This is an optimization exercise on Yosys and OpenROAD, whose aim is small area and a short achievable clock period, not a production implementation. RTL that was checked went through simulation tests only; none was proved equivalent to the original. Only the layout flow was run in runs 2 to 6; the RTL was not checked for function there. Power is estimated from default activity; no workload was simulated.

### design/flow/design.v
module pod_cvt (
    input  wire        clk,
    input  wire        rst,
    input  wire        in_valid,
    input  wire [31:0] in_x,        
    input  wire [3:0]  in_dtype,    
    input  wire        in_sr,       
    input  wire [31:0] in_w,        
    output reg         out_valid,
    output reg  [31:0] out_y,       
    output reg         out_nan      
);
    genvar gi;
    wire a_i4  = (in_dtype == 4'd0);
    wire a_i8  = (in_dtype == 4'd1);
    wire a_u8  = (in_dtype == 4'd2);
    wire a_u16 = (in_dtype == 4'd3);
    wire a_f4  = (in_dtype == 4'd4);
    wire a_e4  = (in_dtype == 4'd5);
    wire a_e5  = (in_dtype == 4'd6);
    wire a_h   = (in_dtype == 4'd7);
    wire a_bf  = (in_dtype == 4'd8);
    wire a_i32 = (in_dtype == 4'd10);
    wire a_int = a_i4 | a_i8 | a_u8 | a_u16 | a_i32;
    wire a_flt = a_f4 | a_e4 | a_e5 | a_h | a_bf;
    wire [7:0] ex  = in_x[30:23];
    wire       enz = |ex;
    wire       eff = &ex;
    wire       mnz = |in_x[22:0];
    wire [7:0] ex1 = {ex[7:1], ex[0] | ~enz};      
    wire [5:0] el = ex1[5:0];
    wire [5:0] s_int = 6'd30 - el;      
    wire [5:0] s_h   = 6'd6  - el;      
    wire [5:0] s_e5  = 6'd14 - el;      
    wire [5:0] s_e4  = 6'd21 - el;      
    wire [5:0] s_f4  = 6'd29 - el;      
    wire nrm_h  = (ex >= 8'd113);
    wire nrm_e4 = (ex >= 8'd121);
    wire nrm_f4 = (ex >= 8'd127);
    reg  [5:0] s;
    always @(*) begin
        s = s_int;
        if (a_h)  s = nrm_h  ? 6'd21 : s_h;
        if (a_bf) s = 6'd24;
        if (a_e4) s = nrm_e4 ? 6'd28 : s_e4;
        if (a_e5) s = nrm_h  ? 6'd29 : s_e5;
        if (a_f4) s = nrm_f4 ? 6'd30 : s_f4;
    end
    reg        r_valid;
    reg [23:0] r_sig;
    reg        r_sgn;
    reg [5:0]  r_s;
    reg        r_mnz;
    reg [7:0]  r_ex;
    reg [31:0] r_w;
    reg [3:0]  r_dt;
    reg        r_sr;
    always @(posedge clk) begin
        if (rst)
            r_valid <= 1'b0;
        else
            r_valid <= in_valid;
        r_sig  <= {enz, in_x[22:0]};
        r_sgn  <= in_x[31];
        r_s    <= s;
        r_mnz  <= mnz;
        r_ex   <= ex;
        r_w    <= in_w;
        r_dt   <= in_dtype;
        r_sr   <= in_sr;
    end
    wire t_i4  = (r_dt == 4'd0);
    wire t_i8  = (r_dt == 4'd1);
    wire t_u8  = (r_dt == 4'd2);
    wire t_u16 = (r_dt == 4'd3);
    wire t_f4  = (r_dt == 4'd4);
    wire t_e4  = (r_dt == 4'd5);
    wire t_e5  = (r_dt == 4'd6);
    wire t_h   = (r_dt == 4'd7);
    wire t_bf  = (r_dt == 4'd8);
    wire t_i32 = (r_dt == 4'd10);
    wire isint = t_i4 | t_i8 | t_u8 | t_u16 | t_i32;
    wire isflt = t_f4 | t_e4 | t_e5 | t_h | t_bf;
    wire sgn   = r_sgn;
    wire [7:0] rx1   = {r_ex[7:1], r_ex[0] | ~(|r_ex)};
    wire       r_eff = &r_ex;
    wire       r_nan = r_eff & r_mnz;
    wire       r_inf = r_eff & ~r_mnz;
    reg        r_zero;   
    reg        r_nrm;    
    reg        eovf;     
    always @(*) begin
        r_zero = (rx1 <= 8'd94); r_nrm = 1'b0; eovf = 1'b0;
        if (t_h)  begin r_zero = (rx1 <= 8'd70); r_nrm = (r_ex >= 8'd113); eovf = (r_ex >= 8'd143); end
        if (t_bf) begin r_zero = 1'b0;           r_nrm = 1'b1;             eovf = 1'b0;             end
        if (t_e4) begin r_zero = (rx1 <= 8'd85); r_nrm = (r_ex >= 8'd121); eovf = (r_ex >= 8'd136); end
        if (t_e5) begin r_zero = (rx1 <= 8'd78); r_nrm = (r_ex >= 8'd113); eovf = (r_ex >= 8'd143); end
        if (t_f4) begin r_zero = (rx1 <= 8'd93); r_nrm = (r_ex >= 8'd127); eovf = (r_ex >= 8'd130); end
    end
    wire r_huge = r_inf | (isint & (rx1 >= 8'd159)) | (isflt & eovf);
    wire [63:0] v0  = {r_sig, 40'd0};
    wire [63:0] v1  = r_s[0] ? {1'd0,  v0[63:1]}  : v0;
    wire [63:0] v2  = r_s[1] ? {2'd0,  v1[63:2]}  : v1;
    wire [63:0] v3  = r_s[2] ? {4'd0,  v2[63:4]}  : v2;
    wire [63:0] v4  = r_s[3] ? {8'd0,  v3[63:8]}  : v3;
    wire [63:0] v5  = r_s[4] ? {16'd0, v4[63:16]} : v4;
    wire [63:0] v   = r_s[5] ? {32'd0, v5[63:32]} : v5;
    wire [31:0] n   = v[63:32];
    wire [31:0] f32 = v[31:0];
    wire [31:0] g0 = f32 & r_w;
    wire [31:0] p0 = f32 | r_w;
    wire [15:0] g1, p1;
    wire [7:0]  g2, p2;
    wire [3:0]  g3, p3;
    wire [1:0]  g4, p4;
    generate
        for (gi = 0; gi < 16; gi = gi + 1) begin : g_l1
            assign g1[gi] = g0[2*gi+1] | (p0[2*gi+1] & g0[2*gi]);
            assign p1[gi] = p0[2*gi+1] & p0[2*gi];
        end
        for (gi = 0; gi < 8; gi = gi + 1) begin : g_l2
            assign g2[gi] = g1[2*gi+1] | (p1[2*gi+1] & g1[2*gi]);
            assign p2[gi] = p1[2*gi+1] & p1[2*gi];
        end
        for (gi = 0; gi < 4; gi = gi + 1) begin : g_l3
            assign g3[gi] = g2[2*gi+1] | (p2[2*gi+1] & g2[2*gi]);
            assign p3[gi] = p2[2*gi+1] & p2[2*gi];
        end
        for (gi = 0; gi < 2; gi = gi + 1) begin : g_l4
            assign g4[gi] = g3[2*gi+1] | (p3[2*gi+1] & g3[2*gi]);
            assign p4[gi] = p3[2*gi+1] & p3[2*gi];
        end
    endgenerate
    wire up_sr = g4[1] | (p4[1] & g4[0]);
    wire up_ne = f32[31] & ((|f32[30:0]) | n[0]);
    wire up    = r_sr ? up_sr : up_ne;
    wire [7:0] r_ef = {r_ex[7:5], r_ex[4] ^ (t_h | t_e5), r_ex[3] ^ t_e4, r_ex[2], r_ex[1] ^ t_f4, r_ex[0]}
                      & {8{r_nrm}};
    reg  [31:0] t;
    always @(*) begin
        t = 32'd0;
        if (isint) t = n ^ {32{sgn}};
        if (t_f4)  t[2:0]  = {r_ef[1:0], n[0]};
        if (t_e4)  t[6:0]  = {r_ef[3:0], n[2:0]};
        if (t_e5)  t[6:0]  = {r_ef[4:0], n[1:0]};
        if (t_h)   t[14:0] = {r_ef[4:0], n[9:0]};
        if (t_bf)  t[14:0] = {r_ef[7:0], n[6:0]};
    end
    wire [31:0] pa0 = t;
    wire [31:0] pa1, pa2, pa3, pa4, pa5;
    generate for (gi = 0; gi < 32; gi = gi + 1) begin : g_pa
        assign pa1[gi] = ((gi >> 0) % 2 == 1) ? pa0[gi] & pa0[(gi >> 0 << 0) - 1] : pa0[gi];
        assign pa2[gi] = ((gi >> 1) % 2 == 1) ? pa1[gi] & pa1[(gi >> 1 << 1) - 1] : pa1[gi];
        assign pa3[gi] = ((gi >> 2) % 2 == 1) ? pa2[gi] & pa2[(gi >> 2 << 2) - 1] : pa2[gi];
        assign pa4[gi] = ((gi >> 3) % 2 == 1) ? pa3[gi] & pa3[(gi >> 3 << 3) - 1] : pa3[gi];
        assign pa5[gi] = ((gi >> 4) % 2 == 1) ? pa4[gi] & pa4[(gi >> 4 << 4) - 1] : pa4[gi];
    end endgenerate
    wire        cin = up ^ (isint & sgn);
    wire [31:0] r   = t ^ ({32{cin}} & {pa5[30:0], 1'b1});
    wire o16 = |n[31:16];
    wire o8  = |n[31:8];
    wire o7  = |n[31:7];
    wire o3  = |n[31:3];
    wire a3  = &n[2:0];
    wire a7  = &n[6:0];
    wire a8  = &n[7:0];
    wire a16 = &n[15:0];
    wire sat_i = isint & (r_huge | (~r_zero & ((t_i4  & (o3  | (up & a3)))  |
                                               (t_i8  & (o7  | (up & a7)))  |
                                               (t_u8  & (o8  | (up & a8)))  |
                                               (t_u16 & (o16 | (up & a16))) |
                                               (t_i32 & n[31]))));
    wire of_a = (t_e4 & (&t[6:0]));
    wire of_c = (t_f4 & (&t[2:0])) |
                (t_e4 & (&t[6:1])) |
                (t_e5 & (t[6:2] == 5'b11110) & (&t[1:0])) |
                (t_h  & (t[14:10] == 5'b11110) & (&t[9:0])) |
                (t_bf & (t[14:7] == 8'hFE) & (&t[6:0]));
    wire ovf_f = isflt & (r_huge | (~r_zero & (of_a | (cin & of_c))));
    wire uneg  = (t_u8 | t_u16) & sgn;
    wire f7  = t_i4 | t_f4 | t_i8 | t_u8 | t_e4 | t_e5;
    wire w15 = t_u16 | t_h | t_bf | t_i32;
    wire keep_any = ~r_nan & ~r_zero & ((isint & ~sat_i & ~uneg) | (isflt & ~ovf_f));
    wire k_2_0   = keep_any & (f7 | w15);
    wire k_3     = keep_any & (t_i4 | t_i8 | t_u8 | t_e4 | t_e5 | w15);
    wire k_6_4   = keep_any & (t_i8 | t_u8 | t_e4 | t_e5 | w15);
    wire k_7     = keep_any & (t_i8 | t_u8 | w15);
    wire k_14_8  = keep_any & w15;
    wire k_15    = keep_any & (t_u16 | t_i32);
    wire k_31_16 = keep_any & t_i32;
    wire ps  = sat_i & ~sgn & ~r_nan;                      
    wire ns  = sat_i &  sgn & ~r_nan;                      
    wire fo  = ovf_f & ~r_nan;                             
    wire fs  = isflt & sgn & ~r_nan;                       
    wire fn  = isflt & r_nan;                              
    wire pi  = ps & (t_i8 | t_u8 | t_u16 | t_i32);
    wire pw  = ps & (t_u16 | t_i32);
    wire e45 = t_e4 | t_e5;
    wire [31:0] frc;
    assign frc[0]     = (ps & isint) | (fo & t_f4) | (fn & e45);
    assign frc[1]     = (ps & isint) | (fo & (t_f4 | t_e4)) | (fn & e45);
    assign frc[2]     = (ps & isint) | (fo & (t_f4 | e45)) | (fn & e45);
    assign frc[3]     = pi | (ns & t_i4) | (fs & t_f4) | ((fo | fn) & e45);
    assign frc[5:4]   = {2{pi | ((fo | fn) & e45)}};
    assign frc[6]     = pi | ((fo | fn) & e45) | (fn & t_bf);
    assign frc[7]     = (ps & (t_u8 | t_u16 | t_i32)) | (ns & t_i8) | (fs & e45) | ((fo | fn) & t_bf);
    assign frc[8]     = pw | ((fo | fn) & t_bf);
    assign frc[9]     = pw | ((fo | fn) & t_bf) | (fn & t_h);
    assign frc[14:10] = {5{pw | ((fo | fn) & (t_bf | t_h))}};
    assign frc[15]    = pw | (fs & (t_h | t_bf));
    assign frc[30:16] = {15{ps & t_i32}};
    assign frc[31]    = ns & t_i32;
    wire [31:0] keep = {k_31_16, {15{k_31_16}}, k_15, {7{k_14_8}}, k_7, {3{k_6_4}}, k_3, {3{k_2_0}}};
    wire [31:0] y = (r & keep) | frc;
    wire nanflag  = r_nan & (isint | t_f4);
    always @(posedge clk) begin
        if (rst)
            out_valid <= 1'b0;
        else
            out_valid <= r_valid;
        out_y   <= y;
        out_nan <= nanflag;
    end
endmodule
### design/flow/flow/run.sh
#!/bin/bash
# Own layout flow: ORFS, as standard.sh runs it, with these changes:
#  - synthesis (the same Yosys steps as synth_recipe.tcl, so the registers keep
#    their names and cells) maps the logic with ABC scripts of its own
#    (flow/abc_proc.tcl): the logic feeding the input registers with
#    flow/abc1.script at delay target flow/abc1_delay, the rest with
#    flow/abc.script at flow/abc_delay; Yosys's full-adder extraction is off
#    (ADDER_MAP_FILE empty) so that ABC sees all of the logic;
#  - ports are buffered (the same buffer_ports step) with the cell named in
#    flow/port_buffer;
#  - the layout steps get the make variables in flow/make_vars, if any
#    (optimisation settings such as repair_timing's setup margin).
# Each tool's output goes to a log of its own in this folder.
set -euo pipefail
W=$(pwd)
F=$W/flow
export OWN_ABC_D=$(cat $F/abc_delay)
export OWN_ABC_SCRIPT=$W/own_abc.script
sed "s/{D}/-D $OWN_ABC_D/g" $F/abc.script > $OWN_ABC_SCRIPT
if [[ -f $F/abc1.script ]]; then
  export OWN_ABC1_D=$(cat $F/abc1_delay)
  export OWN_ABC1_SCRIPT=$W/own_abc1.script
  sed "s/{D}/-D $OWN_ABC1_D/g" $F/abc1.script > $OWN_ABC1_SCRIPT
fi
{ head -n 1 $W/synth_recipe.tcl; cat $F/abc_proc.tcl; tail -n +2 $W/synth_recipe.tcl; } > $W/own_synth.tcl
SYN=SYNTH_SCRIPT=$W/own_synth.tcl
# the knobs standard.sh passes on make's command line
KNOBS=$(sed -n 's/^make .*CLKGATE_MAP_FILE= [^ ]* \(.*\) "\${@:-finish}"$/\1/p' $W/standard.sh)
BUF=$(cat $F/port_buffer 2>/dev/null || echo sky130_fd_sc_hd__buf_1)
# extra make variables for the layout steps (optimisation effort only)
EXTRA=$(cat $F/make_vars 2>/dev/null | tr '\n' ' ' || true)
MK="make -C $FLOW_HOME DESIGN_CONFIG=$W/config.mk WORK_HOME=$W/orfs CLKGATE_MAP_FILE="
eval "$MK $SYN $KNOBS ADDER_MAP_FILE= synth" > $W/log_synth.txt 2>&1
eval "$MK $SYN $KNOBS $EXTRA BUFFER_PORTS_ARGS=\"-buffer_cell $BUF\" finish" > $W/log_layout.txt 2>&1
R=$W/orfs/results/$FLOW_PLATFORM/pod_cvt/base
: # left out here: write the final layout as DEF
### design/flow/flow/abc.script
strash
dc2
strash
dch
map {D}
buffer -p
upsize {D}
dnsize {D}
### design/flow/flow/abc1.script
strash
dc2
strash
dch
map {D}
### design/flow/flow/abc1_delay
800
### design/flow/flow/abc_delay
3500
### design/flow/flow/abc_proc.tcl
# Technology mapping with own ABC scripts: the logic that feeds the input
# registers (cells named r_*) first, with its own delay target, then the rest.
proc abc {args} {
  set a $args
  set i [lsearch $a -script]; lset a [expr {$i+1}] $::env(OWN_ABC_SCRIPT)
  set i [lsearch $a -D]; lset a [expr {$i+1}] $::env(OWN_ABC_D)
  if {[info exists ::env(OWN_ABC1_SCRIPT)] && $::env(OWN_ABC1_SCRIPT) ne ""} {
    set a1 $args
    set i [lsearch $a1 -script]; lset a1 [expr {$i+1}] $::env(OWN_ABC1_SCRIPT)
    set i [lsearch $a1 -D]; lset a1 [expr {$i+1}] $::env(OWN_ABC1_D)
    yosys select -set s1 {c:r_*} %ci*
    yosys abc {*}$a1 {@s1}
  }
  yosys abc {*}$a
}
### design/flow/flow/make_vars
SETUP_SLACK_MARGIN=12.75
### design/flow/flow/port_buffer
sky130_fd_sc_hd__buf_1
### design/flow/standard.sh
#!/bin/bash
# synth_recipe.tcl (not shown) runs the flow's synth.tcl, then flattens the netlist and writes it again
# the make line also repeats each setting of config.mk as NAME=value (left out here)
make -C /OpenROAD-flow-scripts/flow DESIGN_CONFIG=/design/flow/config.mk WORK_HOME=/design/flow/orfs CLKGATE_MAP_FILE= SYNTH_SCRIPT=/design/flow/synth_recipe.tcl "${@:-finish}"
### design/flow/config.mk
export PLATFORM = sky130hd
export DESIGN_NAME = pod_cvt
export DESIGN_NICKNAME = pod_cvt
export VERILOG_FILES = /design/flow/design.v
export SDC_FILE = /design/flow/constraint.sdc
export NUM_CORES = 4
export LEC_CHECK = 0
export ABC_AREA = 1
export CAP_MARGIN = 20
export CORE_MARGIN = 2
export CORE_UTILIZATION = 40
export CTS_BUF_LIST = sky130_fd_sc_hd__clkbuf_8
export CTS_CLUSTER_SIZE = 40
export SLEW_MARGIN = 20
### design/flow/constraint.sdc
create_clock -name core_clock -period 18.0 [get_ports {clk}]
set_input_delay 3.6000 -clock core_clock [delete_from_list [all_inputs] [get_ports {clk}]]
set_output_delay 3.6000 -clock core_clock [all_outputs]
set_load 0.01 [all_outputs]
==> results.py, run 1 <==
metrics = {
    "outcome": {
        "run_status": "timing/DRC/antenna clean",
    },
    "clocking": {
        "cts_inserted_buffers": 9,
        "cts-hold-fix-buffers": 0,
        "clockRootBuffer": "clkbuf_8",
        "clock_insertion_delay_worst_skew_ps": 400,
        "clk_pin_slew_worst_paths_ps": 110,
        "bufs_on_longest_clock_path": 2,
        "tritoncts_num_sinks": 112,
        "number_of_h_tree_levels": 3,
        "clock_tree_from_tritoncts": "yes",
    },
    "finish": {
        "drive_gt1_share_pct": 6.891,
        "diodes": 0,
        "nets": 1431,
        "n_fill_cell": 2140,
        "final-instance-count-excl-fill": 1629,
        "layout.core_utilization_pct": 45.45,
        "areaGrowthSynthToFinish_pct": 12.05,
    },
    "floorplanning": {
        "chipHeight_um": 144.2,
        "dieWidth_um": 144.2,
        "floorplan.initialDensity_pct": 40.56,
        "boundaryPins": 106,
        "rows": 51,
        "design.core.area_um2": 19400,
        "die_area_um2": 20810,
    },
    "timing": {
        "final-max-slew-violation-count": 0,
        "slew-limit-headroom_pct": 49.34,
        "timing_worst_slew_pin_value_ps": 757.1,
        "clock_skew_ps": 14.61,
        "tns_ps": 0,
        "final.min_clock_period_ps": 4922,
        "hold_violations": 0,
        "setup_violations": 0,
        "fmaxAchievable_ghz": 0.2032,
        "min_period_over_period_pct": 27.35,
        "hold-worst-slack_ps": 419.9,
        "postLayoutSetupSlackWorst_ps": 13080,
        "rsz0062_at_grt": "true",
    },
    "placement": {
        "dp_worst_setup_slack_ps": 12340,
        "dp.cells": 1601,
        "port_buffers": 105,
        "place_congestion": 1.001,
        "post-dp-hpwl_um": 19600,
    },
    "power_and_ir_drop": {
        "ir_drop_v": 0.00005262,
        "share_comb_of_total_power_pct": 41.8,
        "power_report.internal_total_mw": 0.4033,
        "power_density_nw_per_um2": 79.94,
        "leakage_nw": 3.728,
        "fraction_of_power_spent_switching_nets_pct": 42.78,
        "power.share.sequential_pct": 38.2,
        "power_switching_mw": 0.3014,
        "share_clk_of_total_power_pct": 20.0,
    },
    "global_route": {
        "grt_start_max_net_pins": 47,
        "antenna_violations_before_repair": 0,
        "first_global_vias": 7694,
        "first_pass_grt_wire_length_um": 39100,
        "grt.total_usage_pct": 23.72,
        "grt.overflow.total": 0,
    },
    "worst_setup_path": {
        "cp.arrival_ps": 5180,
        "max_stage_delay_ps": 490,
        "critPathLaunchType": "input port",
        "critical-path-top-delay-family": "compound AO/OA/AOI/OAI gates",
        "category_of_the_critical_setup_timing_path": "in -> reg",
        "worst_setup_path_end_kind": "flop",
        "required_ps": 18260,
        "crit_path_cell_trace": "buf_1 > clkinv_1 > a41oi_1 > nand2_1 > a31oi_1 > o22ai_1",
        "critical_path.slowest_cell": "a41oi_1",
        "critPathBufInv": 2,
        "crit_path_max_fanout": 8,
    },
    "logic_synthesis": {
        "post_synth_num_cell_types": 71,
        "postSynthNetCount": 1339,
        "synth_enable_flop_cells": 0,
        "synthesis.area_per_instance_um2": 6.210,
        "syn_area_um2": 7868,
        "netlist_instances": 1267,
        "yosysSeqAreaShare_pct": 28.50,
        "synth_seq_cells": 112,
        "most_frequent_cell_after_synthesis": "nand2_1",
        "ys_async_sr_fraction_pct": 0,
        "synth.area.top_cells": "dfxtp_1 (28%), nand2_1 (14%), nor2_1 (8.2%)",
        "synth_ff_type": "dfxtp_1",
        "synthesis.yosys.warnings": 1,
        "yosysTopAreaCell": "dfxtp_1",
        "yosys.area.top_type_share_pct": 28.50,
        "post_synth_most_frequent_cells": "nand2_1 (301), nor2_1 (171), inv_1 (127)",
    },
    "route": {
        "detail_route.vias_per_cell": 5.379,
        "finalWirelength_um": 24810,
        "via_count": 8763,
        "drt_drc_violations_left": 0,
        "first_iter_violations": 789,
        "route.detailed.wl_per_inst_um": 15.23,
        "antenna_violating_nets_post_route": 0,
        "firstDrtPassIters": 5,
    },
    "job": {
        "cap_viol_max_count": 0,
    },
    "worst_hold_path": {
        "hold_path.class": "reg -> reg",
    },
}
[cell type report]
type                    instances  area (um^2)  area share [%]
clock inverters                 7        55.05          0.6245
multi-input cells             961         4915           55.75
clock buffers                   9        123.9           1.405
well taps                     265        331.6           3.761
flip-flops and latches        112         2246           25.48
inverters                     150        579.3           6.571
repair buffers                122        545.5           6.188
repair inverters                3        20.02          0.2271
[worst paths after layout]
kind	startpoint	end	slack, ps	depth (start not counted)
setup / recovery	in_x[27]	r_s[0]	13080	6
hold / removal	r_valid	out_valid	420	2
setup reg to reg	r_s[0]	out_y[30]	13180	29
hold reg to reg	r_valid	out_valid	420	2
[state kept, by name, summed over array words and instances (netlist names)]
name / cells
out_valid: 1
r_valid: 1
out_nan: 1
r_sig: 24
out_y: 32
r_w: 32
r_sr: 1
r_dt: 4
r_s: 6
r_ex: 8
r_sgn: 1
r_mnz: 1
[timing repair]
| action | in CTS | in global routing |
|---|---|---|
| endpoints found under the setup margin | 32 | 32 |
| pin swaps | 0 | 2 |
| setup buffers | 0 | 9 |
| resized for setup | 3 | 26 |
| gates cloned | 0 | 3 |
[power by group through the flow]
stage | sequential (mW) | clock [mW] | combinational (mW)
floorplan | 0.273 | 0 | 0.205
global placement | 0.276 | 0 | 0.274
detailed placement | 0.276 | 0 | 0.274
CTS | 0.270 | 0.147 | 0.276
global route | 0.271 | 0.157 | 0.327
finish | 0.269 | 0.141 | 0.294
[logic make-up (layout without fill, tap and decap cells)]
| group | Yosys count | count (layout) | synth area share, % |
|---|---|---|---|
| buf+inv | 194 | 291 | 9.908 |
| mux | 12 | 12 | 1.686 |
| compound gates | 313 | 313 | 24.38 |
| xor+xnor | 16 | 16 | 1.781 |
| flops | 112 | 112 | 28.50 |
| simple gates | 620 | 620 | 33.75 |
[stage by stage]
step	area, um^2	total power [mW]
final	8816	0.7047
after global routing	8816	0.7552
after CTS	8627	0.6929
after detailed placement	8439	0.5501
after global placement	8439	0.5499
after floorplan	7868	0.4787
[tightest hold or removal path, cell delays in order (launching register included)]
cell and delay [ps]:
dfxtp_1 310, inv_1 50, nor2_1 30
[metal layers]
layer	part of all wire, %	track usage, %	wire length [um]	vias up
met2	42	36.04	10520	347
met3	7.7	3.940	1916	35
met5	0	0	0	-
li1	-	-	-	4465
met4	2.2	7.103	540	0
met1	48	34.35	11830	3916
[cell usage in the layout, fill, tap and decap left out, types with 24 or more instances in the layout]
cell,Yosys,layout
a21oi_1,59,59
buf_1,4,105
dfxtp_1,112,111
inv_1,127,126
nand2_1,301,301
nand3_1,64,64
nor2_1,171,169
nor3_1,24,24
o21ai_0,90,86
o21ai_1,44,45
==> run 2, diff against run 1 <==
--- a/design/flow/design.v
+++ b/design/flow/design.v
@@ -157,10 +157,11 @@
     end endgenerate
     wire        cin = up ^ (isint & sgn);
     wire [31:0] r   = t ^ ({32{cin}} & {pa5[30:0], 1'b1});
-    wire o16 = |n[31:16];
-    wire o8  = |n[31:8];
-    wire o7  = |n[31:7];
-    wire o3  = |n[31:3];
+    wire o16 = (r_ex >= 8'd143);
+    wire o8  = (r_ex >= 8'd135);
+    wire o7  = (r_ex >= 8'd134);
+    wire o3  = (r_ex >= 8'd130);
+    wire o31 = (r_ex >= 8'd158);
     wire a3  = &n[2:0];
     wire a7  = &n[6:0];
     wire a8  = &n[7:0];
@@ -169,7 +170,7 @@
                                                (t_i8  & (o7  | (up & a7)))  |
                                                (t_u8  & (o8  | (up & a8)))  |
                                                (t_u16 & (o16 | (up & a16))) |
-                                               (t_i32 & n[31]))));
+                                               (t_i32 & o31))));
     wire of_a = (t_e4 & (&t[6:0]));
     wire of_c = (t_f4 & (&t[2:0])) |
                 (t_e4 & (&t[6:1])) |
--- a/design/flow/config.mk
+++ b/design/flow/config.mk
@@ -10,5 +10,4 @@
 export CORE_MARGIN = 2
 export CORE_UTILIZATION = 40
 export CTS_BUF_LIST = sky130_fd_sc_hd__clkbuf_8
-export CTS_CLUSTER_SIZE = 40
 export SLEW_MARGIN = 20
==> results.py, run 2 <==
metrics = {
    "power_and_ir_drop": {
        "power.share.sequential_pct": 37.3,
        "fraction_of_power_spent_switching_nets_pct": 40.48,
        "fin_total_pwr_mw": 0.7329,
        "power_report.internal_total_mw": 0.4362,
        "leakage_nw": 3.767,
        "power_density_nw_per_um2": 79.81,
        "share_clk_of_total_power_pct": 23.3,
        "ir_drop_v": 0.00003868,
        "power_switching_mw": 0.2967,
        "share_comb_of_total_power_pct": 39.4,
    },
    "logic_synthesis": {
        "postSynthNetCount": 1320,
        "yosysTopAreaCell": "dfxtp_1",
        "yosysSeqAreaShare_pct": 29.05,
        "synthesis.area_per_instance_um2": 6.184,
        "post_synth_most_frequent_cells": "nand2_1 (271), nor2_1 (164), inv_1 (127)",
        "synth_ff_type": "dfxtp_1",
        "most_frequent_cell_after_synthesis": "nand2_1",
        "syn_area_um2": 7717,
        "synthesis.yosys.warnings": 1,
        "synth.area.top_cells": "dfxtp_1 (29%), nand2_1 (13%), nor2_1 (8.0%)",
        "synth_seq_cells": 112,
        "netlist_instances": 1248,
        "post_synth_num_cell_types": 58,
        "synth_enable_flop_cells": 0,
        "yosys.area.top_type_share_pct": 29.05,
        "ys_async_sr_fraction_pct": 0,
    },
    "route": {
        "detail_route.vias_per_cell": 5.506,
        "drt_drc_violations_left": 0,
        "firstDrtPassIters": 5,
        "via_count": 8970,
        "finalWirelength_um": 25890,
        "route.detailed.wl_per_inst_um": 15.90,
        "antenna_violating_nets_post_route": 0,
        "first_iter_violations": 854,
    },
    "timing": {
        "setup_violations": 0,
        "min_period_over_period_pct": 28.25,
        "slew-limit-headroom_pct": 50.22,
        "clock_skew_ps": 15.17,
        "final.min_clock_period_ps": 5086,
        "timing_worst_slew_pin_value_ps": 738.9,
        "tns_ps": 0,
        "final-max-slew-violation-count": 0,
        "rsz0062_at_grt": "true",
        "fmaxAchievable_ghz": 0.1966,
        "hold_violations": 0,
    },
    "global_route": {
        "first_pass_grt_wire_length_um": 38960,
        "global_route.peak_usage_layer": "met1",
        "globalRouteMet1Util_pct": 35.27,
        "first_global_vias": 7575,
        "grtUsageMet2_pct": 34.75,
        "grt_start_max_net_pins": 51,
        "antenna_violations_before_repair": 0,
        "grt.total_usage_pct": 24.09,
        "grt.overflow.total": 0,
        "use_met3_pct": 3.722,
    },
    "worst_setup_path": {
        "required_ps": 18270,
        "critPathBufInv": 2,
        "category_of_the_critical_setup_timing_path": "in -> reg",
        "critPathLaunchType": "input port",
        "worstReg2RegStart": "r_s[4]",
        "critical_path.slowest_cell": "o21ai_0",
        "cp.arrival_ps": 5360,
        "critical-path-top-delay-family": "compound AO/OA/AOI/OAI gates",
        "worstSetupStartpoint": "in_x[30]",
        "crit_path_cell_trace": "buf_1 > clkinv_1 > nand4_1 > a21oi_1 > o21ai_0 > nand2_1 > o21ai_0 > nand2_1 > a22oi_1",
        "worst_setup_path_end_kind": "flop",
        "max_stage_delay_ps": 500,
        "crit_path_max_fanout": 6,
    },
    "clocking": {
        "cts_inserted_buffers": 9,
        "tritoncts_num_sinks": 112,
        "number_of_h_tree_levels": 3,
        "bufs_on_longest_clock_path": 2,
        "clock_insertion_delay_worst_skew_ps": 400,
        "clockRootBuffer": "clkbuf_8",
        "clk_pin_slew_worst_paths_ps": 110,
        "clock_tree_from_tritoncts": "yes",
    },
    "floorplanning": {
        "rows": 50,
        "dieWidth_um": 142.9,
        "chipHeight_um": 142.9,
        "design.core.area_um2": 18830,
        "floorplan.initialDensity_pct": 40.98,
        "die_area_um2": 20420,
        "boundaryPins": 106,
    },
    "placement": {
        "place_congestion": 0.9655,
        "port_buffers": 105,
        "post-dp-hpwl_um": 19010,
    },
    "finish": {
        "drive_gt1_share_pct": 10.45,
        "reg.largest.list": "out_y: 32 flops, r_w: 32 flops, r_sig: 24 flops",
        "diodes": 0,
        "areaGrowthSynthToFinish_pct": 18.99,
        "n_fill_cell": 2030,
        "layout_commonest_cell": "nand2_1",
        "nets": 1436,
        "final_cell_mix": "nand2_1 (265), nor2_1 (158), inv_1 (122), dfxtp_1 (108), buf_1 (105)",
    },
    "worst_hold_path": {
        "hold_path.class": "reg -> reg",
        "worstHoldStart": "r_valid",
    },
    "outcome": {
        "run_status": "timing/DRC/antenna clean",
    },
    "job": {
        "cap_viol_max_count": 0,
    },
}
-- run 2: cell families (layout without fill, tap and decap cells) --
group | count (synthesis) | in the layout | synth area share, %
AOI/OAI and AO/OA | 341 | 342 | 25.78
muxes | 5 | 5 | 0.6647
and+or+nand+nor | 565 | 565 | 31.47
DFF | 112 | 112 | 29.05
buffers and inverters | 197 | 317 | 9.857
xor gates and xnor gates | 28 | 28 | 3.178
-- run 2: through the flow --
stage                     worst slack (ps)  hold WS [ps]  cells  utilization (%)  instance area, um^2
after CTS                            12780         422.5   1591            45.65                 8596
after global routing                 12670         440.4   1629            48.76                 9183
after global placement               11840         400.4   1573            44.10                 8304
final                                12910         420.1   1629            48.76                 9183
after floorplan                      13050         388.3   1248                -                 7717
after detailed placement             11570         405.1   1573            44.10                 8304
-- run 2: power groups by stage --
| stage | clock network, mW | logic [mW] | registers [mW] |
|---|---|---|---|
| 2_1_floorplan | 0 | 0.179 | 0.273 |
| 3_3_place_gp | 0 | 0.239 | 0.279 |
| 3_5_place_dp | 0 | 0.238 | 0.280 |
| 4_1_cts | 0.177 | 0.242 | 0.275 |
| 5_1_grt | 0.186 | 0.317 | 0.275 |
| 6_report | 0.171 | 0.288 | 0.274 |
-- run 2: final cells by class --
cell class | instances | area (um^2) | area share, %
clock buffers | 9 | 123.9 | 1.349
clock inverters | 7 | 102.6 | 1.117
inverters | 148 | 574.3 | 6.254
multi-input cells | 940 | 4979 | 54.22
flip-flops and latches | 112 | 2257 | 24.58
well taps | 260 | 325.3 | 3.543
repair buffers | 148 | 788.3 | 8.584
repair inverters | 5 | 32.53 | 0.3543
-- run 2: worst register-to-register path: cells and delay by family, from the launching register on --
kind / cells / cell delay, ps
AOI/OAI and AO/OA: 11 / 2120
buffers and inverters: 5 / 1220
DFF: 1 / 320
and+or+nand+nor: 7 / 1300
-- run 2: path summary, 6_finish.rpt --
check	to	cells after the start	slack [ps]
worst max-delay path	r_s[1]	9	12910
worst min-delay path	out_valid	2	420
worst max register to register	out_y[26]	23	12980
worst min register to register	out_valid	2	420
-- run 2: repair_timing --
action | CTS | global route
pin swaps | 0 | 10
resized for setup | 16 | 86
cloned | 2 | 7
endpoints found under the setup margin | 32 | 32
hold endpoints to repair | 0 | 0
setup buffers | 0 | 31
hold buffers | 0 | 0
-- run 2: per-layer routing --
layer | vias up | wire (um)
li1 | 4468 | -
met1 | 4033 | 12040
met2 | 417 | 10970
met3 | 52 | 2044
met4 | 0 | 836
met5 | - | 0
==> run 3, diff against run 2 <==
==> design/flow/flow/abc.script (replaced) <==
strash
dc2
strash
dch
map {D}
==> results.py, run 3 <==
metrics = {
    "worst_setup_path": {
        "worst_setup_path_end_kind": "flop",
        "critical-path-top-delay-family": "compound AO/OA/AOI/OAI gates",
        "critPathBufInv": 2,
        "crit_path_cell_trace": "buf_1 > clkinv_1 > nand4_1 > a21oi_1 > o21ai_0 > nand2_1 > o21ai_0 > nand2_1 > a22oi_1",
        "cp.arrival_ps": 5270,
        "crit_path_max_fanout": 6,
        "critPathLaunchType": "input port",
        "critical_path.slowest_cell": "o21ai_0",
        "required_ps": 18290,
        "category_of_the_critical_setup_timing_path": "in -> reg",
        "max_stage_delay_ps": 480,
    },
    "global_route": {
        "first_global_vias": 7591,
        "antenna_violations_before_repair": 0,
        "first_pass_grt_wire_length_um": 39470,
        "grt.overflow.total": 0,
        "grt_start_max_net_pins": 51,
        "grt.total_usage_pct": 24.75,
    },
    "timing": {
        "timing_worst_slew_pin_value_ps": 793.0,
        "final.min_clock_period_ps": 4972,
        "fmaxAchievable_ghz": 0.2011,
        "tns_ps": 0,
        "hold-worst-slack_ps": 407.2,
        "rsz0062_at_grt": "false",
        "clock_skew_ps": 16.54,
        "final-max-slew-violation-count": 0,
        "setup_violations": 0,
        "min_period_over_period_pct": 27.62,
        "hold_violations": 0,
        "slew-limit-headroom_pct": 46.94,
        "postLayoutSetupSlackWorst_ps": 13030,
    },
    "logic_synthesis": {
        "synthesis.area_per_instance_um2": 6.218,
        "synth_seq_cells": 112,
        "post_synth_num_cell_types": 42,
        "postSynthNetCount": 1271,
        "synthesis.yosys.warnings": 1,
        "post_synth_most_frequent_cells": "nand2_1 (271), o21ai_0 (168), nor2_1 (164)",
        "netlist_instances": 1199,
        "most_frequent_cell_after_synthesis": "nand2_1",
        "ys_async_sr_fraction_pct": 0,
        "synth.area.top_cells": "dfxtp_1 (30%), nand2_1 (14%), o21ai_0 (11%)",
        "yosys.area.top_type_share_pct": 30.07,
        "syn_area_um2": 7456,
        "yosysTopAreaCell": "dfxtp_1",
        "yosysSeqAreaShare_pct": 30.07,
        "synth_enable_flop_cells": 0,
        "synth_ff_type": "dfxtp_1",
    },
    "placement": {
        "place_congestion": 0.9845,
        "dp_worst_setup_slack_ps": 11520,
        "port_buffers": 105,
        "dp.cells": 1543,
        "placed_area_um2": 8230,
        "post-dp-hpwl_um": 19120,
    },
    "clocking": {
        "clockRootBuffer": "clkbuf_8",
        "clock_insertion_delay_worst_skew_ps": 410,
        "clock_tree_from_tritoncts": "yes",
        "bufs_on_longest_clock_path": 2,
        "cts-hold-fix-buffers": 0,
        "clk_pin_slew_worst_paths_ps": 120,
        "number_of_h_tree_levels": 3,
        "cts_inserted_buffers": 9,
        "tritoncts_num_sinks": 112,
    },
    "finish": {
        "reg.largest.list": "out_y: 32 flops, r_w: 32 flops, r_sig: 24 flops",
        "final_cell_mix": "nand2_1 (267), nor2_1 (157), clkinv_1 (141), o21ai_0 (122), dfxtp_1 (108)",
        "nets": 1419,
        "layout.core_utilization_pct": 48.98,
        "final-instance-count-excl-fill": 1581,
        "n_fill_cell": 1935,
        "diodes": 0,
        "drive_gt1_share_pct": 9.246,
        "layout_commonest_cell": "nand2_1",
        "areaGrowthSynthToFinish_pct": 19.21,
        "layout.cell_area.non_filler_um2": 8889,
    },
    "floorplanning": {
        "chipHeight_um": 140.5,
        "floorplan.initialDensity_pct": 41.09,
        "boundaryPins": 106,
        "die_area_um2": 19750,
        "dieWidth_um": 140.5,
        "rows": 49,
        "design.core.area_um2": 18150,
    },
    "worst_hold_path": {
        "hold_path.class": "reg -> reg",
    },
    "route": {
        "met2RoutedLength_um": 10360,
        "route.detailed.wl_per_inst_um": 15.68,
        "antenna_violating_nets_post_route": 0,
        "firstDrtPassIters": 5,
        "detail_route.vias_per_cell": 5.492,
        "via_count": 8683,
        "first_iter_violations": 699,
        "wl_met1_um": 12010,
        "detailed_route_wirelength_on_metal3_um": 1721,
        "finalWirelength_um": 24790,
        "drt_drc_violations_left": 0,
        "highest_layer": "met4",
    },
    "outcome": {
        "run_status": "timing/DRC/antenna clean",
    },
    "power_and_ir_drop": {
        "fin_total_pwr_mw": 0.7028,
        "power_density_nw_per_um2": 79.07,
        "leakage_nw": 3.275,
        "ir_drop_v": 0.00005621,
    },
    "job": {
        "cap_viol_max_count": 0,
    },
}
run 3: cells by family (layout without fill, tap and decap cells):
kind of cell	count (synthesis)	count (layout)	synth area share (%)
compound gates	341	341	26.65
xor+xnor	28	28	3.289
flops	112	112	30.07
buf+inv	148	301	7.451
mux	5	5	0.6880
simple gates	565	565	31.85
run 3: repair_timing:
item / in CTS / in global routing
setup endpoints to repair: 32 / 32
buffers inserted: 6 / 16
endpoints found under the hold margin: 0 / 0
pin swaps: 4 / 13
gates resized for setup: 20 / 94
run 3: report_power, final:
group	internal, mW	leakage (nW)	switching (mW)
Sequential	0.261	0.934	0.0116
Combinational	0.0883	2.23	0.188
Clock	0.0563	0.107	0.0979
Total	0.405	3.27	0.297
run 3: final timing paths:
check | to | slack (ps) | cells past startpoint | from
setup reg to reg | out_y[26] | 13040 | 28 | r_dt[2]
hold / removal | out_valid | 410 | 2 | r_valid
hold reg to reg | out_valid | 410 | 2 | r_valid
setup / recovery | r_s[1] | 13030 | 9 | in_x[30]
run 3: layout make-up:
type                       count  area (um^2)  share of cell area [%]
inverter                     148        568.0                   6.391
clock buffer                   9        123.9                   1.394
timing repair buffer         137        670.6                   7.545
clock inverter                 7        82.58                  0.9291
sequential                   112         2255                   25.37
multi-input combinational    939         4902                   55.15
tap                          229        286.5                   3.224
run 3: metal layers:
layer  up-vias  GRT usage (%)
met5         -              0
met1      3846          36.35
met3        47          4.103
li1       4445              -
met2       345          36.27
met4         0          9.158
run 3: worst reg2reg max path: cells and delay by family (launching register included):
kind            cells  cell delay [ps]
compound gates     12             2200
simple gates        8              930
flops               1              430
buf+inv             8             1310
==> run 4, diff against run 3 <==
==> design/flow/flow/abc.script (replaced) <==
strash
dc2
strash
dch
map {D}
buffer -p
upsize {D}
dnsize {D}
==> design/flow/flow/abc_delay (replaced) <==
3000
==> results.py, run 4 <==
metrics = {
    "logic_synthesis": {
        "synthesis.area_per_instance_um2": 6.285,
        "yosysTopAreaCell": "dfxtp_1",
        "netlist_instances": 1233,
        "synth_ff_type": "dfxtp_1",
        "post_synth_num_cell_types": 61,
        "postSynthNetCount": 1305,
        "synth_enable_flop_cells": 0,
        "most_frequent_cell_after_synthesis": "nand2_1",
        "ys_async_sr_fraction_pct": 0,
        "post_synth_most_frequent_cells": "nand2_1 (260), nor2_1 (146), o21ai_0 (123)",
        "synthesis.yosys.warnings": 1,
        "yosysSeqAreaShare_pct": 28.93,
        "yosys.area.top_type_share_pct": 28.93,
        "syn_area_um2": 7750,
        "synth.area.top_cells": "dfxtp_1 (29%), nand2_1 (13%), o21ai_0 (7.9%)",
        "synth_seq_cells": 112,
    },
    "timing": {
        "timing_worst_slew_pin_value_ps": 844.5,
        "final.min_clock_period_ps": 4931,
        "rsz0062_at_grt": "false",
        "setup_violations": 0,
        "hold_violations": 0,
        "tns_ps": 0,
        "min_period_over_period_pct": 27.39,
        "slew-limit-headroom_pct": 43.49,
        "fmaxAchievable_ghz": 0.2028,
        "clock_skew_ps": 15.12,
        "final-max-slew-violation-count": 0,
    },
    "power_and_ir_drop": {
        "power_switching_mw": 0.2769,
        "share_clk_of_total_power_pct": 24.2,
        "leakage_nw": 3.520,
        "power_report.internal_total_mw": 0.4268,
        "power.share.sequential_pct": 38.0,
        "share_comb_of_total_power_pct": 37.9,
        "power_density_nw_per_um2": 80.37,
        "ir_drop_v": 0.00004171,
        "fraction_of_power_spent_switching_nets_pct": 39.35,
    },
    "global_route": {
        "grt.overflow.total": 0,
        "first_global_vias": 7577,
        "antenna_violations_before_repair": 0,
        "first_pass_grt_wire_length_um": 39540,
        "grt_start_max_net_pins": 52,
        "grt.total_usage_pct": 24.43,
    },
    "placement": {
        "post-dp-hpwl_um": 19570,
        "placed_area_um2": 8354,
        "place_congestion": 0.9758,
        "port_buffers": 105,
    },
    "clocking": {
        "clock_tree_from_tritoncts": "yes",
        "number_of_h_tree_levels": 3,
        "cts_inserted_buffers": 9,
        "cts-hold-fix-buffers": 0,
        "bufs_on_longest_clock_path": 2,
        "clock_insertion_delay_worst_skew_ps": 400,
        "clk_pin_slew_worst_paths_ps": 100,
        "tritoncts_num_sinks": 112,
        "clockRootBuffer": "clkbuf_8",
    },
    "outcome": {
        "run_status": "timing/DRC/antenna clean",
    },
    "finish": {
        "drive_gt1_share_pct": 5.719,
        "nets": 1396,
        "final_cell_mix": "nand2_1 (260), nor2_1 (142), o21ai_0 (120), inv_1 (112), dfxtp_1 (112)",
        "areaGrowthSynthToFinish_pct": 12.98,
        "layout.cell_area.non_filler_um2": 8756,
        "diodes": 0,
        "reg.largest.list": "out_y: 32 flops, r_w: 32 flops, r_sig: 24 flops",
        "layout_commonest_cell": "nand2_1",
    },
    "floorplanning": {
        "floorplan.initialDensity_pct": 41.16,
        "die_area_um2": 20500,
        "design.core.area_um2": 18830,
        "boundaryPins": 106,
        "dieWidth_um": 143.2,
        "chipHeight_um": 143.2,
        "rows": 50,
    },
    "worst_setup_path": {
        "critPathBufInv": 3,
        "rr_endpoint": "out_y[27]",
        "max_stage_delay_ps": 420,
        "critPathLaunchType": "flop",
        "required_ps": 18270,
        "category_of_the_critical_setup_timing_path": "reg -> reg",
        "cp.arrival_ps": 5200,
        "critical_path.slowest_cell": "clkinvlp_4",
        "worst-r2r-cell-count": 22,
        "reg2reg_setup_slack_ps": 13070,
        "critical-path-top-delay-family": "simple AND/OR/NAND/NOR gates",
        "worstReg2RegStart": "r_s[4]",
        "worst_setup_path_end_kind": "flop",
        "crit_path_max_fanout": 38,
        "crit_path_cell_trace": "buf_4 > clkinvlp_4 > nor2_2 > inv_1 > o22ai_1 > nor2_1 > a21oi_1 > o21ai_0 > a21oi_1 > o22ai_1 > a21oi_1 > o221ai_1 > a21oi_2 > o21ai_1 > nand2_2 > nand4_4 > nor4_4 > nand4_2 > nor2_4 > nand3_1 > nand4_1 > o22ai_1",
    },
    "route": {
        "antenna_violating_nets_post_route": 0,
        "drt_drc_violations_left": 0,
        "via_count": 8726,
        "first_iter_violations": 766,
        "detail_route.vias_per_cell": 5.492,
        "firstDrtPassIters": 7,
        "finalWirelength_um": 24990,
        "route.detailed.wl_per_inst_um": 15.73,
    },
    "worst_hold_path": {
        "min_delay_path_depth": 2,
        "hold_path.class": "reg -> reg",
        "worstHoldStart": "r_valid",
        "timing.hold.worst_endpoint": "out_valid",
    },
    "job": {
        "cap_viol_max_count": 0,
    },
}
[run 4: cell types whose count changed in the layout (fill, tap and decap cells not counted), moves of 11 or more]
| cell | change |
|---|---|
| clkinv_1 | -119 |
| inv_1 | +112 |
| nand3_1 | +19 |
| nor2_1 | -15 |
| buf_4 | -11 |
[run 4: how the worst max path moves through the flow]
stage	start	endpoint	depth (start not counted)
2_1_floorplan	in_dtype[2]	r_s[0]	5
3_3_place_gp	in_dtype[2]	r_s[2]	8
3_5_place_dp	in_dtype[2]	r_s[5]	7
4_1_cts	r_s[0]	out_y[16]	26
5_1_grt	r_s[4]	out_y[28]	19
6_report	r_s[4]	out_y[27]	22
[run 4: kinds of logic (layout without fill, tap and decap cells)]
| group | Yosys count | after routing | share of synthesized area, % |
|---|---|---|---|
| AOI/OAI and AO/OA | 349 | 349 | 26.99 |
| xor gates and xnor gates | 25 | 25 | 2.825 |
| buffers and inverters | 185 | 281 | 9.235 |
| DFF | 112 | 112 | 28.93 |
| muxes | 6 | 6 | 0.7750 |
| and+or+nand+nor | 556 | 556 | 31.24 |
[run 4: layer usage]
| metal | GRT usage, % | up-vias | part of all wire, % | wire length [um] |
|---|---|---|---|---|
| met5 | 0 | - | 0 | 0 |
| met4 | 9.276 | 0 | 2.4 | 600 |
| li1 | - | 4406 | - | - |
| met2 | 36.31 | 364 | 42 | 10530 |
| met1 | 35.35 | 3913 | 48 | 12050 |
| met3 | 3.823 | 43 | 7.3 | 1812 |
[run 4: worst reg2reg max path: stages (launching register included)]
cell and delay (ps):
dfxtp_1 320, buf_4 360, clkinvlp_4 450, nor2_2 370, inv_1 270, o22ai_1 340, nor2_1 100, a21oi_1 120
o21ai_0 90, a21oi_1 130, o22ai_1 80, a21oi_1 140, o221ai_1 130, a21oi_2 310, o21ai_1 180, nand2_2 150
nand4_4 160, nor4_4 400, nand4_2 200, nor2_4 240, nand3_1 110, nand4_1 100, o22ai_1 80
[run 4: what timing repair did]
action                                  in CTS  in global routing
hold endpoints to repair                     0                  0
resized for setup                            2                 23
endpoints found under the setup margin      11                 32
pin swaps                                    0                  3
buffers inserted                             0                  8
gates cloned                                 0                  3
[run 4: power by group through the flow]
stage | Clock (mW) | Sequential [mW] | Combinational (mW)
2_1_floorplan | 0 | 0.273 | 0.181
3_3_place_gp | 0 | 0.273 | 0.250
3_5_place_dp | 0 | 0.273 | 0.251
4_1_cts | 0.175 | 0.267 | 0.252
5_1_grt | 0.186 | 0.269 | 0.296
6_report | 0.170 | 0.267 | 0.266
[run 4: through the flow]
| stage | hold WS (ps) | instances | power (mW) | setup slack (ps) | utilization, % |
|---|---|---|---|---|---|
| after floorplan | 388.3 | 1233 | 0.4541 | 13050 | - |
| after global placement | 400.6 | 1562 | 0.5233 | 12450 | 44.37 |
| after detailed placement | 400.9 | 1562 | 0.5233 | 12470 | 44.37 |
| after CTS | 418.3 | 1578 | 0.6943 | 12840 | 45.65 |
| after global routing | 439.9 | 1589 | 0.7500 | 12750 | 46.50 |
| final | 411.6 | 1589 | 0.7037 | 13070 | 46.50 |
[run 4: area by class of cell]
class                   instances  area, um^2
clock buffers                  11       151.4
clock inverters                 5       80.08
fillers                      2081       10070
inverters                     138       529.3
multi-input cells             936        4853
flip-flops and latches        112        2242
well taps                     260       325.3
repair buffers                124       556.8
repair inverters                3       17.52
==> run 5, diff against run 4 <==
==> design/flow/flow/abc_delay (replaced) <==
3250
==> results.py, run 5 <==
metrics = {
    "placement": {
        "place_congestion": 0.9897,
        "placed_area_um2": 8364,
        "port_buffers": 105,
        "post-dp-hpwl_um": 19560,
    },
    "global_route": {
        "first_pass_grt_wire_length_um": 40620,
        "grt_start_max_net_pins": 50,
        "antenna_violations_before_repair": 0,
        "use_met3_pct": 4.332,
        "first_global_vias": 7822,
        "grt.total_usage_pct": 25.04,
        "globalRouteMet1Util_pct": 34.27,
        "grtUsageMet2_pct": 38.10,
        "global_route.peak_usage_layer": "met2",
        "grt.overflow.total": 0,
    },
    "logic_synthesis": {
        "postSynthNetCount": 1316,
        "synthesis.yosys.warnings": 1,
        "synth_seq_cells": 112,
        "synth_enable_flop_cells": 0,
        "netlist_instances": 1244,
        "synth_ff_type": "dfxtp_1",
        "post_synth_num_cell_types": 60,
        "yosysTopAreaCell": "dfxtp_1",
        "synthesis.area_per_instance_um2": 6.241,
        "yosysSeqAreaShare_pct": 28.88,
        "syn_area_um2": 7764,
        "ys_async_sr_fraction_pct": 0,
        "most_frequent_cell_after_synthesis": "nand2_1",
        "post_synth_most_frequent_cells": "nand2_1 (255), nor2_1 (160), inv_1 (125), o21ai_0 (125), dfxtp_1 (112)",
        "yosys.area.top_type_share_pct": 28.88,
        "synth.area.top_cells": "dfxtp_1 (29%), nand2_1 (12%), o21ai_0 (8.1%)",
    },
    "floorplanning": {
        "boundaryPins": 106,
        "floorplan.initialDensity_pct": 41.09,
        "die_area_um2": 20540,
        "dieWidth_um": 143.3,
        "design.core.area_um2": 18890,
        "chipHeight_um": 143.3,
        "rows": 50,
    },
    "power_and_ir_drop": {
        "ir_drop_v": 0.00005140,
        "share_clk_of_total_power_pct": 22.3,
        "fraction_of_power_spent_switching_nets_pct": 41.55,
        "power_report.internal_total_mw": 0.4168,
        "power_switching_mw": 0.2963,
        "share_comb_of_total_power_pct": 39.6,
        "power_density_nw_per_um2": 78.62,
        "leakage_nw": 3.739,
        "power.share.sequential_pct": 38.0,
    },
    "finish": {
        "multi_input_comb_area_um2": 4974,
        "diodes": 0,
        "reg.largest.list": "out_y: 32 flops, r_w: 32 flops, r_sig: 24 flops",
        "n_fill_cell": 2038,
        "layout.cell_area.non_filler_um2": 9070,
        "layout_commonest_cell": "nand2_1",
        "areaGrowthSynthToFinish_pct": 16.83,
        "final_cell_mix": "nand2_1 (249), nor2_1 (153), inv_1 (123), dfxtp_1 (110), buf_1 (105)",
        "nets": 1421,
        "drive_gt1_share_pct": 9.675,
        "sequential_cell_area_um2": 2250,
    },
    "timing": {
        "clock_skew_ps": 18.71,
        "tns_ps": 0,
        "rsz0062_at_grt": "false",
        "fmaxAchievable_ghz": 0.1998,
        "timing_worst_slew_pin_value_ps": 908.2,
        "final.min_clock_period_ps": 5005,
        "final-max-slew-violation-count": 0,
        "setup_violations": 0,
        "hold-worst-slack_ps": 411.7,
        "min_period_over_period_pct": 27.80,
        "hold_violations": 0,
        "slew-limit-headroom_pct": 39.23,
    },
    "route": {
        "route.detailed.wl_per_inst_um": 16.05,
        "detail_route.vias_per_cell": 5.491,
        "antenna_violating_nets_post_route": 0,
        "firstDrtPassIters": 5,
        "via_count": 8863,
        "first_iter_violations": 1014,
        "drt_drc_violations_left": 0,
        "finalWirelength_um": 25900,
    },
    "clocking": {
        "clock_insertion_delay_worst_skew_ps": 420,
        "cts_inserted_buffers": 9,
        "bufs_on_longest_clock_path": 2,
        "number_of_h_tree_levels": 3,
        "clock_tree_from_tritoncts": "yes",
        "cts-hold-fix-buffers": 0,
        "clockRootBuffer": "clkbuf_8",
        "tritoncts_num_sinks": 112,
        "clk_pin_slew_worst_paths_ps": 120,
    },
    "worst_setup_path": {
        "critPathLaunchType": "flop",
        "max_stage_delay_ps": 570,
        "rr_endpoint": "out_y[0]",
        "cp.arrival_ps": 5340,
        "reg2reg_setup_slack_ps": 13000,
        "worst-r2r-cell-count": 22,
        "required_ps": 18340,
        "critical-path-top-delay-family": "compound AO/OA/AOI/OAI gates",
        "worst_setup_path_end_kind": "flop",
        "worstReg2RegStart": "r_s[2]",
        "critical_path.slowest_cell": "dfxtp_4",
        "crit_path_cell_trace": "clkinvlp_4 > buf_4 > o21ai_1 > o21ai_0 > nand2_1 > nand2_1 > o21ai_0 > o221ai_1 > o21ai_0 > o221ai_2 > a21oi_2 > o21a_1 > nand2_2 > nand2_4 > inv_1 > nand2_1 > nand3_2 > o21ai_4 > buf_6 > buf_4 > nand4_1 > o2111ai_1",
        "critPathBufInv": 5,
        "crit_path_max_fanout": 31,
        "category_of_the_critical_setup_timing_path": "reg -> reg",
    },
    "job": {
        "cap_viol_max_count": 0,
    },
    "outcome": {
        "run_status": "timing/DRC/antenna clean",
    },
    "worst_hold_path": {
        "hold_path.class": "reg -> reg",
        "worstHoldStart": "r_valid",
        "timing.hold.worst_endpoint": "out_valid",
        "min_delay_path_depth": 2,
    },
}
==> run 5: changes by cell type after synthesis, moves of 4 or more <==
cell,change
a211oi_1,+4
a31oi_1,-4
inv_1,+10
nand2_1,-5
nand3_1,-7
nor2_1,+14
o21a_1,-4
o21ai_2,+4
o22ai_1,-5
==> run 5: power by group through the flow <==
stage	Sequential, mW	Combinational [mW]	Clock [mW]
global route	0.273	0.313	0.174
floorplan	0.273	0.183	0
detailed placement	0.275	0.250	0
global placement	0.275	0.253	0
finish	0.271	0.283	0.159
CTS	0.271	0.259	0.164
==> run 5: metrics by stage <==
| step | util (%) | setup slack, ps | std cells | total power [mW] |
|---|---|---|---|---|
| 2_1_floorplan | - | 13050 | 1244 | 0.4562 |
| 3_3_place_gp | 44.27 | 12120 | 1573 | 0.5279 |
| 3_5_place_dp | 44.27 | 12090 | 1573 | 0.5255 |
| 4_1_cts | 46.28 | 12780 | 1599 | 0.6930 |
| 5_1_grt | 48.01 | 12720 | 1614 | 0.7595 |
| 6_report | 48.01 | 13000 | 1614 | 0.7131 |
==> run 5: worst max-delay path by stage <==
| stage | start | to | slack, ps | cells past startpoint |
|---|---|---|---|---|
| 5_1_grt | r_s[2] | out_y[1] | 12720 | 25 |
| 4_1_cts | r_s[0] | out_y[13] | 12780 | 27 |
| 6_report | r_s[2] | out_y[0] | 13000 | 22 |
| 2_1_floorplan | in_dtype[2] | r_s[0] | 13050 | 5 |
| 3_5_place_dp | r_s[2] | out_y[21] | 12090 | 23 |
| 3_3_place_gp | r_s[2] | out_y[22] | 12120 | 23 |
==> run 5: area by class of cell <==
cell class | instances | share of cell area (%)
Multi-Input combinational cell | 935 | 54.84
Timing Repair inverter | 3 | 0.2207
Sequential cell | 112 | 24.80
Clock inverter | 7 | 0.8829
Tap cell | 260 | 3.587
Inverter | 148 | 6.277
Clock buffer | 9 | 1.366
Timing Repair Buffer | 140 | 8.029
==> run 5: routing by layer <==
layer  up-vias  routed length (um)
li1       4461                   -
met1      3929               11890
met2       390               10990
met3        83                1894
met4         0                1132
met5         -                   0
==> run 5: tightest hold or removal path, cell delays in order (launching register included) <==
cell and delay, ps:
dfxtp_1 310, inv_1 40, nor2_1 30
==> run 5: logic make-up after synthesis <==
kind of cell           count (synthesis)  share of synthesized area [%]
AO/OA/AOI/OAI                        350                          26.91
XOR/XNOR                              24                          2.708
buffers and inverters                197                          9.944
flip-flops                           112                          28.88
multiplexers                           5                         0.6608
AND/OR/NAND/NOR                      556                          30.89
==> run 5: what timing repair did <==
action	4_1_cts	5_1_grt
setup buffers	6	13
resized for setup	26	65
endpoints found under the setup margin	32	32
gates cloned	4	2
pin swaps	10	23
endpoints found under the hold margin	0	0
==> run 6, diff against run 5 <==
--- a/design/flow/design.v
+++ b/design/flow/design.v
@@ -171,12 +171,12 @@
                                                (t_u8  & (o8  | (up & a8)))  |
                                                (t_u16 & (o16 | (up & a16))) |
                                                (t_i32 & o31))));
-    wire of_a = (t_e4 & (&t[6:0]));
-    wire of_c = (t_f4 & (&t[2:0])) |
-                (t_e4 & (&t[6:1])) |
-                (t_e5 & (t[6:2] == 5'b11110) & (&t[1:0])) |
-                (t_h  & (t[14:10] == 5'b11110) & (&t[9:0])) |
-                (t_bf & (t[14:7] == 8'hFE) & (&t[6:0]));
+    wire of_a = t_e4 & (r_ex == 8'd135) & (&n[2:0]);
+    wire of_c = (t_f4 & (r_ex == 8'd129) & n[0]) |
+                (t_e4 & (r_ex == 8'd135) & (&n[2:1])) |
+                (t_e5 & (r_ex == 8'd142) & (&n[1:0])) |
+                (t_h  & (r_ex == 8'd142) & (&n[9:0])) |
+                (t_bf & (r_ex == 8'd254) & (&n[6:0]));
     wire ovf_f = isflt & (r_huge | (~r_zero & (of_a | (cin & of_c))));
     wire uneg  = (t_u8 | t_u16) & sgn;
     wire f7  = t_i4 | t_f4 | t_i8 | t_u8 | t_e4 | t_e5;
==> design/flow/flow/abc_delay (replaced) <==
3500
==> results.py, run 6 <==
metrics = {
    "worst_setup_path": {
        "crit_path_max_fanout": 6,
        "critPathLaunchType": "flop",
        "worstSetupStartpoint": "r_s[0]",
        "worst_path_most_repeated_cell": "nand2_1",
        "timing.critical_path.to": "out_y[31]",
        "max_stage_delay_ps": 430,
        "worst_setup_path_end_kind": "flop",
        "critical_path.slowest_cell": "dfxtp_4",
        "worst-r2r-cell-count": 35,
        "cp.arrival_ps": 5690,
        "category_of_the_critical_setup_timing_path": "reg -> reg",
        "rr_endpoint": "out_y[31]",
        "worstReg2RegStart": "r_s[0]",
        "reg2reg_setup_slack_ps": 12620,
        "required_ps": 18300,
    },
    "logic_synthesis": {
        "yosys.area.top_type_share_pct": 28.89,
        "synth_compound_area_share_pct": 26.19,
        "synthesis.yosys.warnings": 1,
        "synth-simple-area-share_pct": 32.91,
        "synthesis.area_per_instance_um2": 6.268,
        "yosysTopAreaCell": "dfxtp_1",
        "netlist_instances": 1238,
        "synth_xor_xnor_area_share_pct": 1.806,
        "synthAdderAreaFrac_pct": 0,
        "synth_ff_type": "dfxtp_1",
        "yosysSeqAreaShare_pct": 28.89,
        "syn_area_um2": 7760,
        "synth.area.top_cells": "dfxtp_1 (29%), nand2_1 (13%), nor2_1 (8.7%)",
        "post_synth_mux_area_share_pct": 1.161,
        "most_frequent_cell_after_synthesis": "nand2_1",
        "post_synth_most_frequent_cells": "nand2_1 (276), nor2_1 (180), inv_1 (114)",
        "synth_enable_flop_cells": 0,
        "post_synth_num_cell_types": 67,
        "postSynthNetCount": 1310,
        "synth_top_family_by_area": "simple AND/OR/NAND/NOR gates",
        "synth_seq_cells": 112,
        "ys_async_sr_fraction_pct": 0,
    },
    "route": {
        "firstDrtPassIters": 6,
        "via_count": 9153,
        "detail_route.vias_per_cell": 5.598,
        "first_iter_violations": 775,
        "route.detailed.wl_per_inst_um": 16.72,
        "finalWirelength_um": 27340,
        "drt_drc_violations_left": 0,
        "antenna_violating_nets_post_route": 0,
    },
    "clocking": {
        "tritoncts_num_sinks": 112,
        "clock_tree_from_tritoncts": "yes",
        "clockRootBuffer": "clkbuf_8",
        "bufs_on_longest_clock_path": 2,
        "number_of_h_tree_levels": 3,
        "clk_pin_slew_worst_paths_ps": 110,
        "cts_inserted_buffers": 9,
        "clock_insertion_delay_worst_skew_ps": 410,
    },
    "global_route": {
        "grt_start_max_net_pins": 45,
        "first_global_vias": 8019,
        "antenna_violations_before_repair": 0,
        "grt.total_usage_pct": 25.54,
        "first_pass_grt_wire_length_um": 41300,
        "grt.overflow.total": 0,
    },
    "timing": {
        "hold_violations": 0,
        "timing_worst_slew_pin_value_ps": 768.1,
        "final-max-slew-violation-count": 0,
        "fmaxAchievable_ghz": 0.1857,
        "setup_violations": 0,
        "final.min_clock_period_ps": 5384,
        "clock_skew_ps": 13.50,
        "slew-limit-headroom_pct": 48.74,
        "postLayoutSetupSlackWorst_ps": 12620,
        "tns_ps": 0,
        "rsz0062_at_grt": "true",
        "min_period_over_period_pct": 29.91,
    },
    "placement": {
        "post-dp-hpwl_um": 20260,
        "dp_worst_setup_slack_ps": 11790,
        "port_buffers": 105,
        "place_congestion": 0.9623,
        "placed_area_um2": 8356,
    },
    "finish": {
        "areaGrowthSynthToFinish_pct": 26.31,
        "drive_gt1_share_pct": 17.31,
        "multi_input_comb_area_um2": 5484,
        "final_cell_mix": "nand2_1 (255), nor2_1 (165), dfxtp_1 (110), inv_1 (108), buf_1 (105)",
        "layout.cell_area.non_filler_um2": 9802,
        "sequential_cell_area_um2": 2250,
        "layout_commonest_cell": "nand2_1",
        "diodes": 0,
        "n_fill_cell": 1983,
        "nets": 1442,
        "reg.largest.list": "out_y: 32 flops, r_w: 32 flops, r_sig: 24 flops",
    },
    "outcome": {
        "run_status": "timing/DRC/antenna clean",
    },
    "floorplanning": {
        "die_area_um2": 20530,
        "dieWidth_um": 143.3,
        "rows": 50,
        "floorplan.initialDensity_pct": 41.07,
        "design.core.area_um2": 18890,
        "boundaryPins": 106,
        "chipHeight_um": 143.3,
    },
    "power_and_ir_drop": {
        "power_switching_mw": 0.3301,
        "ir_drop_v": 0.00004785,
        "fin_total_pwr_mw": 0.7630,
        "fraction_of_power_spent_switching_nets_pct": 43.26,
        "power_report.internal_total_mw": 0.4329,
        "leakage_nw": 3.985,
        "power_density_nw_per_um2": 77.84,
        "share_clk_of_total_power_pct": 20.3,
        "power.share.sequential_pct": 35.4,
        "share_comb_of_total_power_pct": 44.2,
    },
    "worst_hold_path": {
        "hold_path.class": "reg -> reg",
        "worstHoldStart": "r_valid",
    },
    "job": {
        "cap_viol_max_count": 0,
    },
}
==> run 6: cell types whose count changed in the layout (fill, tap and decap cells not counted), moves of 10 or more <==
cell | before | now
o21ai_0 | 103 | 61
o21ai_2 | 15 | 39
nand3_1 | 51 | 34
inv_1 | 123 | 108
o21ai_1 | 48 | 34
buf_4 | 28 | 41
nor2_1 | 153 | 165
nand4_1 | 26 | 16
==> run 6: cell type report <==
| class | instances | area share, % |
|---|---|---|
| timing repair inverter | 5 | 0.4595 |
| multi-input combinational | 947 | 55.95 |
| sequential | 112 | 22.95 |
| clock buffer | 9 | 1.264 |
| timing repair buffer | 159 | 9.420 |
| inverter | 136 | 5.731 |
| tap | 260 | 3.319 |
| clock inverter | 7 | 0.9063 |
==> run 6: what timing repair did <==
action | in CTS | in global routing
gates cloned | 4 | 5
setup buffers | 20 | 21
pin swaps | 33 | 37
gates resized for setup | 80 | 133
setup endpoints to repair | 35 | 32
hold buffers | 0 | 0
==> run 6: cell families (layout without fill, tap and decap cells) <==
group / count (synthesis) / count (layout)
AND/OR/NAND/NOR: 583 / 583
AO/OA/AOI/OAI: 339 / 339
buffers and inverters: 179 / 316
flip-flops: 112 / 112
XOR/XNOR: 16 / 16
multiplexers: 9 / 9
==> run 6: worst min path at each step <==
| stage | depth (start not counted) | end | slack, ps |
|---|---|---|---|
| 3_3_place_gp | 2 | out_valid | 400 |
| 3_5_place_dp | 2 | out_valid | 400 |
| 4_1_cts | 2 | out_valid | 410 |
| 2_1_floorplan | 2 | out_valid | 390 |
| 6_report | 2 | out_valid | 410 |
| 5_1_grt | 2 | out_valid | 430 |
==> run 6: per-stage QoR <==
stage	cells	hold WS [ps]	utilization (%)
5_1_grt	1635	432.2	51.88
6_report	1635	411.9	51.88
2_1_floorplan	1238	388.3	-
4_1_cts	1609	413.3	47.86
3_3_place_gp	1569	398.1	44.23
3_5_place_dp	1569	395.9	44.23
==> run 6: power by group through the flow <==
| stage | combinational [mW] | clock, mW | sequential, mW |
|---|---|---|---|
| global route | 0.366 | 0.171 | 0.272 |
| global placement | 0.257 | 0 | 0.275 |
| floorplan | 0.189 | 0 | 0.273 |
| CTS | 0.285 | 0.160 | 0.269 |
| detailed placement | 0.256 | 0 | 0.275 |
| finish | 0.337 | 0.155 | 0.270 |
==> run 6: layer usage <==
layer,up-vias,wire (um),track usage (%)
met5,-,0,0
met4,0,945,10.27
met3,69,2096,4.728
met2,460,11990,39.03
met1,4128,12310,35.44
li1,4496,-,-
==> run 6: critical path: cells and delay by family (launching register included) <==
family | cells | cell delay (ps)
AND/OR/NAND/NOR | 18 | 2490
AO/OA/AOI/OAI | 12 | 1680
buffers and inverters | 5 | 660
flip-flops | 1 | 430

port drivers added, routing unchanged:
The flow's constraints put no driver on any port. The routed layouts listed below were extracted and timed again, unchanged, in two steps.
Step 1 sets driving cells, clkbuf_16 on the clock port and buf_2 on the other inputs (assumed; they add their load-dependent delay and slew).
Step 2 adds t to the input delays and takes it off the output delays; t is the mean of the earliest and latest rising clock arrival at the registers after step 1. Input paths then give back, and output paths get back, about the clock's delay inside the block.
Three values: ideal, step 1, step 2; two values: the first two.
run | t (ns) | setup slack, ns | worst hold slack (ns)
run 1 | 0.432 | 13.078 / 13.096 / 12.664 | 0.420 / 0.420 / 0.420
run 2 | 0.433 | 12.915 / 12.927 / 12.494 | 0.420 / 0.420 / 0.420
run 3 | 0.437 | 13.028 / 13.038 / 12.605 | 0.407 / 0.407 / 0.407
run 4 | 0.438 | 13.069 / 13.069 / 12.685 | 0.412 / 0.412 / 0.412
run 5 | 0.449 | 12.995 / 12.995 / 12.668 | 0.412 / 0.412 / 0.412
run 6 | 0.445 | 12.616 / 12.616 / 12.576 | 0.412 / 0.412 / 0.412
After both steps setup and hold are still met in every run listed. For run 3, which loses most, drivers alone change the setup slack by +0.010 ns; drivers and shift together by -0.423 ns.
